From an optimization exercise on the open Yosys and OpenROAD flow, aimed at small area and a short achievable clock period; shortcuts taken in it are not production practice. In this exercise RTL edits were held to simulation tests only and were not proved equivalent to the original. No driver is modelled on the clock port, so clocking that relies on it looks cheaper here than on a real chip.

## trk_lane_rx
module trk_lane_rx (
    input  wire        clk,
    input  wire        rst,           
    input  wire        blk_valid,
    input  wire [1:0]  blk_sh,        
    input  wire [63:0] blk_pl,        
    input  wire [2:0]  cfg_lane,
    input  wire [1:0]  cfg_step,
    output reg         locked,
    output reg         dat_valid,
    output wire [7:0]  dat_idx,
    output wire [63:0] dat_pl,
    output reg         hdr_valid,
    output reg         hdr_ok,
    output reg  [47:0] hdr_fcnt,
    output reg  [15:0] hdr_claim,
    output reg  [3:0]  hdr_ql,
    output reg  [1:0]  hdr_step,
    output reg  [2:0]  hdr_state,
    output reg  [7:0]  hdr_msg,
    output reg         crc_valid,
    output reg         crc_ok
);
Size in the first run: about 970 cells after synthesis, ~260 flip-flops, ~230 I/O pins, about 0.013 mm^2 of cells after synthesis.
Settings: LEC_CHECK=0, CAP_MARGIN=20, CORE_MARGIN=2, CORE_UTILIZATION=40, SLEW_MARGIN=20; clock period 13.5 ns.
standard.sh (not shown) runs the stock make flow with config.mk's settings and CLKGATE_MAP_FILE= SYNTH_SCRIPT=/design/flow/synth_recipe.tcl, a recipe that flattens the netlist after the stock synthesis.
==> flow/flow/run.sh <==
#!/bin/bash
# Layout: the standard ORFS flow (standard.sh) with extra make settings from flow/params.sh:
# a smaller port-buffer cell, timing repair aimed at a tighter setup margin, smaller clock-tree
# clusters, and a two-level clock tree (flow/cts_post.tcl).
set -euo pipefail
source flow/params.sh
bash standard.sh "${ARGS[@]}" "POST_CTS_TCL=$PWD/flow/cts_post.tcl" finish > standard_flow.log 2>&1
==> flow/flow/cts_post.tcl <==
# After CTS: take out the H-tree's branch level and drive the leaf clock
# buffers from four root buffers on the clock port, one per quarter of the
# leaves, each placed at the middle of its leaves. Every flip-flop stays two
# like buffers from the clock port.
set block [ord::get_db_block]
set root [$block findInst clkbuf_0_clk]
if {$root != "NULL"} {
  set rootnet [[$root findITerm X] getNet]
  set clknet [[$root findITerm A] getNet]
  foreach inst [$block getInsts] {
    if {![string match "clkbuf_1_*" [$inst getName]]} { continue }
    if {[[$inst findITerm A] getNet] != $rootnet} { continue }
    set onet [[$inst findITerm X] getNet]
    foreach it [$onet getITerms] {
      if {[$it getInst] == $inst} { continue }
      $it disconnect
      $it connect $rootnet
    }
    puts "cts_post: removed [$inst getName]"
    odb::dbInst_destroy $inst
    odb::dbNet_destroy $onet
  }
  set leaves {}
  foreach it [$rootnet getITerms] { if {[$it getInst] != $root} { lappend leaves $it } }
  proc cmp_x {a b} { return [expr {[lindex [[$a getInst] getLocation] 0] - [lindex [[$b getInst] getLocation] 0]}] }
  proc cmp_y {a b} { return [expr {[lindex [[$a getInst] getLocation] 1] - [lindex [[$b getInst] getLocation] 1]}] }
  set sx [lsort -command cmp_x $leaves]
  set h [expr {[llength $sx] / 2}]
  set groups {}
  foreach part [list [lrange $sx 0 [expr {$h - 1}]] [lrange $sx $h end]] {
    set sy [lsort -command cmp_y $part]
    set q [expr {[llength $sy] / 2}]
    lappend groups [lrange $sy 0 [expr {$q - 1}]] [lrange $sy $q end]
  }
  set i 0
  foreach g $groups {
    if {[llength $g] == 0} { continue }
    if {$i == 0} {
      set r $root; set n $rootnet
    } else {
      set r [odb::dbInst_create $block [$root getMaster] "clkbuf_0_${i}_clk"]
      set n [odb::dbNet_create $block "clknet_0_${i}_clk"]
      $n setSigType CLOCK
      [$r findITerm A] connect $clknet
      [$r findITerm X] connect $n
    }
    set sxx 0; set syy 0; set k 0
    foreach it $g {
      if {$i != 0} { $it disconnect; $it connect $n }
      set l [[$it getInst] getLocation]
      incr sxx [lindex $l 0]; incr syy [lindex $l 1]; incr k
    }
    $r setLocation [expr {$sxx / $k}] [expr {$syy / $k}]
    $r setPlacementStatus PLACED
    puts "cts_post: [$r getName] drives $k leaves"
    incr i
  }
  detailed_placement
  estimate_parasitics -placement
  report_clock_latency
  # setup repair on the final tree, of every path short of a 3.7 ns period
  repair_timing -setup -setup_margin 9.8 -repair_tns 100 -match_cell_footprint -verbose
  detailed_placement
  check_placement -verbose
}
==> flow/flow/params.sh <==
ARGS=("BUFFER_PORTS_ARGS=-buffer_cell sky130_fd_sc_hd__buf_2" SETUP_SLACK_MARGIN=9.7 TNS_END_PERCENT=0 CTS_CLUSTER_SIZE=25 CTS_CLUSTER_DIAMETER=100)
The starting point finished clean.
Then changed:
--- a/flow/flow/cts_post.tcl
+++ b/flow/flow/cts_post.tcl
@@ -58,0 +59 @@
+  check_placement -verbose
@@ -61,4 +61,0 @@
-  # setup repair on the final tree, of every path short of a 3.7 ns period
-  repair_timing -setup -setup_margin 9.8 -repair_tns 100 -match_cell_footprint -verbose
-  detailed_placement
-  check_placement -verbose
==> flow/flow/params.sh (replaced) <==
ARGS=("BUFFER_PORTS_ARGS=-buffer_cell sky130_fd_sc_hd__buf_2" SETUP_SLACK_MARGIN=9.7 TNS_END_PERCENT=0 CTS_CLUSTER_SIZE=25 CTS_CLUSTER_DIAMETER=100 CORE_UTILIZATION=70 PLACE_DENSITY=0.8)
Via count grows by a little under a tenth.
Critical path depth grows by 6.
Worst setup slack degrades by 0.16 ns.
Utilization grows by 35 points.
Maximum frequency shrinks by a few percent.
Die area shrinks by well over a third.
Register-to-register slack degrades by 0.14 ns.
Hold slack degrades by 0.022 ns.
Cell area shrinks slightly.
Then changed:
==> flow/flow/params.sh (replaced) <==
ARGS=("BUFFER_PORTS_ARGS=-buffer_cell sky130_fd_sc_hd__buf_2" SETUP_SLACK_MARGIN=9.7 TNS_END_PERCENT=0 CTS_CLUSTER_SIZE=30 CTS_CLUSTER_DIAMETER=120)
After rerunning:
- core utilization goes down by 36 points
- register-to-register slack improves by 0.14 ns
- design area is about the same
- clock skew drops by 0.019 ns
- routed wire length drops by 1.1%
- die area is higher by 73%
Then changed:
--- a/flow/flow/run.sh
+++ b/flow/flow/run.sh
@@ -4 +4 @@
-# clusters, and a two-level clock tree (flow/cts_post.tcl).
+# clusters, and a two-level clock tree (flow/cts_post.tcl), and the smallest buffer on the payload and configuration inputs (flow/resize_pre.tcl).
@@ -7 +7 @@
-bash standard.sh "${ARGS[@]}" "POST_CTS_TCL=$PWD/flow/cts_post.tcl" finish > standard_flow.log 2>&1
+bash standard.sh "${ARGS[@]}" "POST_CTS_TCL=$PWD/flow/cts_post.tcl" "PRE_RESIZE_TCL=$PWD/flow/resize_pre.tcl" finish > standard_flow.log 2>&1
==> flow/flow/params.sh (replaced) <==
ARGS=("BUFFER_PORTS_ARGS=-buffer_cell sky130_fd_sc_hd__buf_2" SETUP_SLACK_MARGIN=9.7 TNS_END_PERCENT=0 CTS_CLUSTER_SIZE=25 CTS_CLUSTER_DIAMETER=100)
==> flow/flow/resize_pre.tcl (new file) <==
# Before repair_design: the payload and configuration input ports, whose paths
# have slack, get the smallest buffer; repair sizes them up where needed.
set block [ord::get_db_block]
set buf1 [[ord::get_db] findMaster sky130_fd_sc_hd__buf_1]
set n 0
foreach bt [$block getBTerms] {
  if {[$bt getIoType] != "INPUT"} { continue }
  if {![string match "blk_pl*" [$bt getName]] && ![string match "cfg_*" [$bt getName]]} { continue }
  set net [$bt getNet]
  if {$net == "NULL"} { continue }
  foreach it [$net getITerms] {
    set inst [$it getInst]
    if {[[$inst getMaster] getName] == "sky130_fd_sc_hd__buf_2" && [string match "input*" [$inst getName]]} {
      $inst swapMaster $buf1
      incr n
    }
  }
}
puts "resize_pre: $n input buffers set to buf_1"
Result:
- final cell count stays flat
- routed wire length stays flat
- first-iteration DRC count climbs by 8.6%

========
job 4831:
Starting RTL as in the previous note.
==> flow/config.mk <==
export PLATFORM = sky130hd
export DESIGN_NAME = trk_lane_rx
export DESIGN_NICKNAME = trk_lane_rx
export VERILOG_FILES = /design/flow/design.v
export SDC_FILE = /design/flow/constraint.sdc
export NUM_CORES = 4
export LEC_CHECK = 0
export CAP_MARGIN = 20
export CORE_MARGIN = 2
export CORE_UTILIZATION = 40
export SLEW_MARGIN = 20
==> flow/constraint.sdc <==
create_clock -name core_clock -period 13.5 [get_ports {clk}]
set_input_delay 2.7000 -clock core_clock [delete_from_list [all_inputs] [get_ports {clk}]]
set_output_delay 2.7000 -clock core_clock [all_outputs]
set_load 0.01 [all_outputs]
==> flow/flow/run.sh <==
#!/bin/bash
# Layout: the standard ORFS flow (standard.sh) with extra make settings from flow/params.sh:
# a smaller port-buffer cell, timing repair aimed at a tighter setup margin, smaller clock-tree
# clusters, and a two-level clock tree (flow/cts_post.tcl).
set -euo pipefail
source flow/params.sh
bash standard.sh "${ARGS[@]}" "POST_CTS_TCL=$PWD/flow/cts_post.tcl" finish > standard_flow.log 2>&1
==> flow/flow/cts_post.tcl <==
# After CTS: take out the H-tree's branch level and drive the leaf clock
# buffers from four root buffers on the clock port, one per quarter of the
# leaves, each placed at the middle of its leaves. Every flip-flop stays two
# like buffers from the clock port.
set block [ord::get_db_block]
set root [$block findInst clkbuf_0_clk]
if {$root != "NULL"} {
  set rootnet [[$root findITerm X] getNet]
  set clknet [[$root findITerm A] getNet]
  foreach inst [$block getInsts] {
    if {![string match "clkbuf_1_*" [$inst getName]]} { continue }
    if {[[$inst findITerm A] getNet] != $rootnet} { continue }
    set onet [[$inst findITerm X] getNet]
    foreach it [$onet getITerms] {
      if {[$it getInst] == $inst} { continue }
      $it disconnect
      $it connect $rootnet
    }
    puts "cts_post: removed [$inst getName]"
    odb::dbInst_destroy $inst
    odb::dbNet_destroy $onet
  }
  set leaves {}
  foreach it [$rootnet getITerms] { if {[$it getInst] != $root} { lappend leaves $it } }
  proc cmp_x {a b} { return [expr {[lindex [[$a getInst] getLocation] 0] - [lindex [[$b getInst] getLocation] 0]}] }
  proc cmp_y {a b} { return [expr {[lindex [[$a getInst] getLocation] 1] - [lindex [[$b getInst] getLocation] 1]}] }
  set sx [lsort -command cmp_x $leaves]
  set h [expr {[llength $sx] / 2}]
  set groups {}
  foreach part [list [lrange $sx 0 [expr {$h - 1}]] [lrange $sx $h end]] {
    set sy [lsort -command cmp_y $part]
    set q [expr {[llength $sy] / 2}]
    lappend groups [lrange $sy 0 [expr {$q - 1}]] [lrange $sy $q end]
  }
  set i 0
  foreach g $groups {
    if {[llength $g] == 0} { continue }
    if {$i == 0} {
      set r $root; set n $rootnet
    } else {
      set r [odb::dbInst_create $block [$root getMaster] "clkbuf_0_${i}_clk"]
      set n [odb::dbNet_create $block "clknet_0_${i}_clk"]
      $n setSigType CLOCK
      [$r findITerm A] connect $clknet
      [$r findITerm X] connect $n
    }
    set sxx 0; set syy 0; set k 0
    foreach it $g {
      if {$i != 0} { $it disconnect; $it connect $n }
      set l [[$it getInst] getLocation]
      incr sxx [lindex $l 0]; incr syy [lindex $l 1]; incr k
    }
    $r setLocation [expr {$sxx / $k}] [expr {$syy / $k}]
    $r setPlacementStatus PLACED
    puts "cts_post: [$r getName] drives $k leaves"
    incr i
  }
  detailed_placement
  check_placement -verbose
  estimate_parasitics -placement
  report_clock_latency
}
==> flow/flow/params.sh <==
ARGS=("BUFFER_PORTS_ARGS=-buffer_cell sky130_fd_sc_hd__buf_2" SETUP_SLACK_MARGIN=9.7 TNS_END_PERCENT=0 CTS_CLUSTER_SIZE=25 CTS_CLUSTER_DIAMETER=100 CORE_UTILIZATION=60 PLACE_DENSITY=0.7)
For job 1100, these inputs were changed with respect to job 4831:
-- flow/flow/cts_post.tcl --
<<< job 4831, line 59
  check_placement -verbose
>>> job 1100, line 59
<<< job 4831, line 62
>>> job 1100, line 61
  # setup repair on the final tree, of every path short of a 3.7 ns period
  repair_timing -setup -setup_margin 9.8 -repair_tns 100 -match_cell_footprint -verbose
  detailed_placement
  check_placement -verbose
==> flow/flow/params.sh <==
ARGS=("BUFFER_PORTS_ARGS=-buffer_cell sky130_fd_sc_hd__buf_2" SETUP_SLACK_MARGIN=9.7 TNS_END_PERCENT=0 CTS_CLUSTER_SIZE=25 CTS_CLUSTER_DIAMETER=100 SKIP_CTS_REPAIR_TIMING=1)
==> run notes <==
Job 1100 reached the final stage; the timing, design-rule and antenna checks on its layout passed. A worst setup path category of primary input to flop is what job 4831 shows, while flop to output pin belongs to job 1100. Compared to job 4831, job 1100 has initial cell density of the core 20 points lower. The delay of the slowest cell on the worst path was comparable across job 4831 and job 1100. Of the two values seen for cell with the largest stage delay on the worst path, or4_1 was produced by job 4831 and dfxtp_4 by job 1100. Time the final worst path needs with I/O delays and setup on job 1100 is ahead of job 4831. Final cell count without fillers (job 1100 / job 4831): 1.08.
Edits applied to the flow inputs when going from job 1100 to job 9663:
-- flow/flow/cts_post.tcl --
<<< job 1100, line 59
>>> job 9663, line 59
  check_placement -verbose
<<< job 1100, line 61
  # setup repair on the final tree, of every path short of a 3.7 ns period
  repair_timing -setup -setup_margin 9.8 -repair_tns 100 -match_cell_footprint -verbose
  detailed_placement
  check_placement -verbose
>>> job 9663, line 62
==> flow/flow/params.sh <==
ARGS=("BUFFER_PORTS_ARGS=-buffer_cell sky130_fd_sc_hd__buf_2" SETUP_SLACK_MARGIN=9.7 TNS_END_PERCENT=0 CTS_CLUSTER_SIZE=25 CTS_CLUSTER_DIAMETER=100 SLEW_MARGIN=70)
[summary]
- Looking at headroom to the max-slew limit across both flows, job 9663 is the stronger of the two, with job 1100 trailing.
- Looking at slowest cell on the critical path, the dfxtp_2 result is from job 9663; the dfxtp_4 one comes from job 1100.
- | routed length per instance | job 9663 vs job 1100 | ≈ equal |
- Compared with job 1100, job 9663 shows minimum period implied by the final worst setup slack higher by 0.033 ns.
> inputs changed (job 9663 -> job 8956)
==> flow/flow/cts_post.tcl <==
# After CTS: take out the H-tree's branch level and drive the leaf clock
# buffers from two root buffers on the clock port, each placed at the middle
# of its half of the leaves. Every flip-flop stays two like buffers from the
# clock port.
set block [ord::get_db_block]
set root [$block findInst clkbuf_0_clk]
if {$root != "NULL"} {
  set rootnet [[$root findITerm X] getNet]
  set clknet [[$root findITerm A] getNet]
  foreach inst [$block getInsts] {
    if {![string match "clkbuf_1_*" [$inst getName]]} { continue }
    if {[[$inst findITerm A] getNet] != $rootnet} { continue }
    set onet [[$inst findITerm X] getNet]
    foreach it [$onet getITerms] {
      if {[$it getInst] == $inst} { continue }
      $it disconnect
      $it connect $rootnet
    }
    puts "cts_post: removed [$inst getName]"
    odb::dbInst_destroy $inst
    odb::dbNet_destroy $onet
  }
  set leaves {}
  foreach it [$rootnet getITerms] { if {[$it getInst] != $root} { lappend leaves $it } }
  proc cmp_x {a b} { return [expr {[lindex [[$a getInst] getLocation] 0] - [lindex [[$b getInst] getLocation] 0]}] }
  set sorted [lsort -command cmp_x $leaves]
  set half [expr {[llength $sorted] / 2}]
  set root2 [odb::dbInst_create $block [$root getMaster] clkbuf_0b_clk]
  set net2 [odb::dbNet_create $block clknet_0b_clk]
  $net2 setSigType CLOCK
  [$root2 findITerm A] connect $clknet
  [$root2 findITerm X] connect $net2
  foreach it [lrange $sorted $half end] { $it disconnect; $it connect $net2 }
  foreach r [list $root $root2] n [list $rootnet $net2] {
    set sx 0; set sy 0; set k 0
    foreach it [$n getITerms] {
      if {[$it getInst] == $r} { continue }
      set l [[$it getInst] getLocation]
      incr sx [lindex $l 0]; incr sy [lindex $l 1]; incr k
    }
    $r setLocation [expr {$sx / $k}] [expr {$sy / $k}]
    $r setPlacementStatus PLACED
    puts "cts_post: [$r getName] drives $k leaves"
  }
  detailed_placement
  check_placement -verbose
  estimate_parasitics -placement
  report_clock_latency
}
==> flow/flow/params.sh <==
ARGS=("BUFFER_PORTS_ARGS=-buffer_cell sky130_fd_sc_hd__buf_2" SETUP_SLACK_MARGIN=9.7 TNS_END_PERCENT=0 CTS_CLUSTER_SIZE=25 CTS_CLUSTER_DIAMETER=100)
### Flow results
Combined area of the multi-input logic cells | job 8956 below job 9663
The global-route total usage across every layer of job 8956 and that of job 9663 are within noise of each other.
Job 8956 reports a lower cell area than job 9663 does.
From job 9663 to job 8956 the numbers moved as follows: hold slack went down by 0.010 ns; final standard cell utilization of the core fell 1.5 points; critical path's largest stage delay moved down.
Compared with job 9663, job 8956 shows a later-pin clock latency in the skew report that is 0.05 ns higher.
### job 8956 -> job 7001
==> flow/flow/cts_post.tcl <==
# After CTS: take out the H-tree's branch level and drive the leaf clock
# buffers from four root buffers on the clock port, one per quarter of the
# leaves, each placed at the middle of its leaves. Every flip-flop stays two
# like buffers from the clock port.
set block [ord::get_db_block]
set root [$block findInst clkbuf_0_clk]
if {$root != "NULL"} {
  set rootnet [[$root findITerm X] getNet]
  set clknet [[$root findITerm A] getNet]
  foreach inst [$block getInsts] {
    if {![string match "clkbuf_1_*" [$inst getName]]} { continue }
    if {[[$inst findITerm A] getNet] != $rootnet} { continue }
    set onet [[$inst findITerm X] getNet]
    foreach it [$onet getITerms] {
      if {[$it getInst] == $inst} { continue }
      $it disconnect
      $it connect $rootnet
    }
    puts "cts_post: removed [$inst getName]"
    odb::dbInst_destroy $inst
    odb::dbNet_destroy $onet
  }
  set leaves {}
  foreach it [$rootnet getITerms] { if {[$it getInst] != $root} { lappend leaves $it } }
  proc cmp_x {a b} { return [expr {[lindex [[$a getInst] getLocation] 0] - [lindex [[$b getInst] getLocation] 0]}] }
  proc cmp_y {a b} { return [expr {[lindex [[$a getInst] getLocation] 1] - [lindex [[$b getInst] getLocation] 1]}] }
  set sx [lsort -command cmp_x $leaves]
  set h [expr {[llength $sx] / 2}]
  set groups {}
  foreach part [list [lrange $sx 0 [expr {$h - 1}]] [lrange $sx $h end]] {
    set sy [lsort -command cmp_y $part]
    set q [expr {[llength $sy] / 2}]
    lappend groups [lrange $sy 0 [expr {$q - 1}]] [lrange $sy $q end]
  }
  set i 0
  foreach g $groups {
    if {[llength $g] == 0} { continue }
    if {$i == 0} {
      set r $root; set n $rootnet
    } else {
      set r [odb::dbInst_create $block [$root getMaster] "clkbuf_0_${i}_clk"]
      set n [odb::dbNet_create $block "clknet_0_${i}_clk"]
      $n setSigType CLOCK
      [$r findITerm A] connect $clknet
      [$r findITerm X] connect $n
    }
    set sxx 0; set syy 0; set k 0
    foreach it $g {
      if {$i != 0} { $it disconnect; $it connect $n }
      set l [[$it getInst] getLocation]
      incr sxx [lindex $l 0]; incr syy [lindex $l 1]; incr k
    }
    $r setLocation [expr {$sxx / $k}] [expr {$syy / $k}]
    $r setPlacementStatus PLACED
    puts "cts_post: [$r getName] drives $k leaves"
    incr i
  }
  detailed_placement
  estimate_parasitics -placement
  report_clock_latency
  # the timing repair that CTS skipped (SKIP_CTS_REPAIR_TIMING), now on the final tree
  repair_timing_helper
  detailed_placement
  check_placement -verbose
}
==> flow/flow/params.sh <==
ARGS=("BUFFER_PORTS_ARGS=-buffer_cell sky130_fd_sc_hd__buf_2" SETUP_SLACK_MARGIN=9.85 TNS_END_PERCENT=0 CTS_CLUSTER_SIZE=25 CTS_CLUSTER_DIAMETER=100 SKIP_CTS_REPAIR_TIMING=1)
==> run notes <==
From job 8956 to job 7001 the numbers moved as follows: clock edge transition at the registers on the reported setup and hold paths ~0 delta; post-route clock period utilization went down by 0.17 points; total congestion overflow neither gained nor lost much; final worst hold slack shows an increase of 0.011 ns.
I/O pin total: job 7001 vs job 8956 identical
The peak per-stage delay on the critical path in job 7001 sits 0.03 ns above the value recorded for job 8956.
There was hardly any difference in routed via count between job 7001 and job 8956.
| worst setup slack | job 7001 vs job 8956 | better |
Summary: first-pass GRT wire length, job 7001 worse than job 8956
The inputs of job 549 differ from those of job 7001 as listed below.
-- flow/flow/cts_post.tcl --
<<< job 7001, line 59
>>> job 549, line 59
  check_placement -verbose
<<< job 7001, line 61
  # the timing repair that CTS skipped (SKIP_CTS_REPAIR_TIMING), now on the final tree
  repair_timing_helper
  detailed_placement
  check_placement -verbose
>>> job 549, line 62
==> flow/flow/params.sh <==
ARGS=("BUFFER_PORTS_ARGS=-buffer_cell sky130_fd_sc_hd__buf_2" SETUP_SLACK_MARGIN=9.7 TNS_END_PERCENT=0 CTS_CLUSTER_SIZE=25 CTS_CLUSTER_DIAMETER=100 SLEW_MARGIN=50)
==> comparison <==
| pin count of the biggest net entering global routing | job 549 vs job 7001 | 5.0% lower |
Job 7001 and job 549 ended up with nearly the same total cell area at the placement stage.
Number of cells in the finished layout apart from fillers: job 549 vs job 7001 down 10

-- static timing again, ports no longer ideal --
Ports are ideal in the flow. The routed layouts listed here were re-timed in OpenROAD.
Step 1: set_driving_cell puts a clkbuf_16 on clk and a buf_2 on each other input, an assumption about the parent block.
Step 2 also shifts input and output timing later by t, the mid clock arrival at the registers, as if the neighbouring blocks saw the same clock.
Slacks: ideal ports / drivers / drivers and shift; pairs: ideal ports / drivers.
run | t, ns | setup WS [ns] | worst setup path after step 2 | latest minus earliest clock arrival (ns) | cell pins on the clock port's net
the first run of note 1 | 0.404 | 9.804 / 9.706 / 9.519 | input to register | 0.022 / 0.022 | 4
the second run of note 1 | 0.413 | 9.639 / 9.644 / 9.305 | input to register | 0.049 / 0.049 | 4
the third run of note 1 | 0.417 | 9.773 / 9.666 / 9.498 | input to register | 0.029 / 0.029 | 4
the fourth run of note 1 | 0.417 | 9.704 / 9.652 / 9.364 | input to register | 0.023 / 0.023 | 4
job 4831 | 0.413 | 9.743 / 9.644 / 9.404 | input to register | 0.039 / 0.039 | 4
job 1100 | 0.402 | 9.783 / 9.686 / 9.521 | input to register | 0.023 / 0.023 | 4
job 9663 | 0.415 | 9.750 / 9.645 / 9.444 | input to register | 0.020 / 0.021 | 4
job 8956 | 0.418 | 9.726 / 9.662 / 9.453 | input to register | 0.036 / 0.036 | 2
job 7001 | 0.409 | 9.749 / 9.648 / 9.492 | input to register | 0.047 / 0.047 | 4
job 549 | 0.412 | 9.782 / 9.679 / 9.472 | input to register | 0.021 / 0.021 | 4
After both steps every run listed still meets setup and hold. The setup slack of the fourth run of note 1, which loses most, moves by -0.052 ns with the drivers and by -0.340 ns with both steps.
